What follows belongs to an exercise in optimizing a design on an open flow for small area, a short achievable clock period and few clock cycles; a production flow would make more cautious choices. The RTL was checked by simulation tests, not by an equivalence proof against the original design.

==> run a: inputs <==
==> flow/design.v (excerpt) <==
module coat_rs_dec (
    input  wire         clk,
    input  wire         rst,           
    input  wire         in_valid,
    output wire         in_ready,
    input  wire         in_profile,    
    input  wire [639:0] in_word,       
    output wire         out_valid,
    output wire [1:0]   out_status,    
    output wire [639:0] out_word,
    output wire [3:0]   out_nsym,      
    output wire         out_dev_valid,
    output wire [3:0]   out_dev
);
    function [7:0] gf_mul;
        input [7:0] a;
        input [7:0] b;
        integer i;
        reg [7:0] p;
        reg [7:0] aa;
        begin
            p  = 8'h00;
            aa = a;
            for (i = 0; i < 8; i = i + 1) begin
                if (b[i]) p = p ^ aa;
                aa = {aa[6:0], 1'b0} ^ (aa[7] ? 8'h1d : 8'h00);
            end
            gf_mul = p;
        end
    endfunction
    function [3:0] g16;
        input [3:0] a;
        input [3:0] b;
        integer i;
        reg [6:0] p;
        begin
            p = 7'd0;
            for (i = 0; i < 4; i = i + 1)
                if (b[i]) p = p ^ ({3'b000, a} << i);
            for (i = 6; i > 3; i = i - 1)
                if (p[i]) p = p ^ (7'h13 << (i - 4));
  ...
clock: 9.0 ns
lec_check: 0
cap_margin: 30
core_margin: 2
core_utilization: 35
place_density: 0.55
setup_slack_margin: 5.0
slew_margin: 30
tns_end_percent: 10
run.sh (not shown) runs the stock make flow with config.mk's settings and CLKGATE_MAP_FILE= SYNTH_SCRIPT=/design/flow/synth_recipe.tcl, a recipe that flattens the netlist after the stock synthesis.
==> inputs of run b, as changes to run a <==
--- a/flow/design.v
+++ b/flow/design.v
@@ -618,14 +618,12 @@
     wire b_rdy  = (bs == B_DONE) || (bs == B_CLEAN) || b_last;
     wire bq_x   = b_rdy && (!qv || qc_x);                 
     wire b_free = (bs == B_IDLE) || bq_x;
     wire ab_x   = va && adone && b_free;                  
     wire a_take = !va || ab_x;
-    wire [3:0] popp = rv ? pop8(rr0) : 4'd0;
-    wire [3:0] popn = rv ? pop8(rr1) : 4'd0;
-    wire okp = (clenp <= ctcap) && (needp == {2'b00, popp});
-    wire okn = (clenn <= ctcap) && (needn == {2'b00, popn});
+    wire okp = (clenp <= ctcap) && (needp == 6'd0);
+    wire okn = (clenn <= ctcap) && (needn == 6'd0);
     wire [4:0] lenp_b = blen[0];
     wire [4:0] lenn_b = blen[1];
     wire both_far = (lenp_b > (pb ? 5'd4 : 5'd8)) && (lenn_b > (pb ? 5'd4 : 5'd8));
     reg          qv, qp, qclean, qfar;
     reg  [639:0] qw;
@@ -664,11 +662,11 @@
         qv_n = rst ? 1'b0 : (bq_x ? 1'b1 : (qc_x ? 1'b0 : qv));
         cs_n = cs;
         case (cs)
             C_OUT: cs_n = C_IDLE;
             C_P1:
-                if (cc == 4'd10) begin
+                if (cc == 4'd11) begin
                     if (okp)
                         cs_n = C_RL;
                     else if (okn)
                         cs_n = C_OUT;
                     else
@@ -827,11 +825,11 @@
             end
         end else if (cc == 4'd10 && cs == C_UNDO) begin
             cc <= 4'd0;
             e1 <= clamp;
             e2 <= comp;
-        end else if (cc == 4'd10 && cs == C_P1) begin
+        end else if (cc == 4'd11 && cs == C_P1) begin
             cc <= 4'd0;
         end
     end
     generate
         for (gb = 0; gb < 80; gb = gb + 1) begin : g_wc
==> comparison <==
Of run a and run b, run a has the higher cell area (gap 1.3%, measured against run b).
Against run b, the non-clock buffer count of run a is higher by 259.
Clock-buffer cell count: run b is higher than run a (36).
In area after synthesis, run b and run a hardly differ.
Of run a and run b, run b has the higher clock skew (gap 1.7 ps).
==> figures <==
item                                            run b    run a
Run status                   timing/DRC/antenna clean  timing/DRC/antenna clean
Crit path buffers/inverters                         2        9
Post-layout util                                0.431    0.437
Antenna cell count                                277      448
Register share of the cell area                 0.304    0.300
# clk buffers                                     780      744
Synth unique cells                                 97       95
Wire length of the first global-routing pass  2970 mm  3100 mm
Met2 wirelength from detailed routing          925 mm   956 mm
Testbench counts of run a, summed over its fixed seeds: cycles 10,860.
Testbench counts of run b, summed over its fixed seeds: cycles 11,203.

afterwards: timing with drivers on the ports:
How much do the figures lean on ideal ports? The routed layouts below were timed once more, with nothing changed but the port constraints. Step 1 sets driving cells, clkbuf_16 on the clock port and buf_2 on the other inputs (assumed; they add their load-dependent delay and slew). Step 2 moves the port delays by t, midway between the first and last clock arrival at a register: inputs arrive t later, outputs are due t later. That takes back most of the time a late clock gives input paths. Three values: no drivers, after step 1, after step 2; two values: the first two.
| run | t (ns) | slack for setup (ns) | latest minus earliest clock arrival (ns) | slew at the worst register clock pin (ns) | cell pins on the clock port's net |
|---|---|---|---|---|---|
| run a | 1.355 | 3.784 / 3.784 / 3.784 | 0.157 / 0.157 | 0.08 / 0.08 | 1 |
| run b | 1.248 | 4.462 / 4.434 / 4.366 | 0.157 / 0.157 | 0.09 / 0.09 | 1 |
After both steps setup and hold are still met in every run listed. The setup slack of run b, which loses most, moves by -0.028 ns with the drivers and by -0.096 ns with both steps.
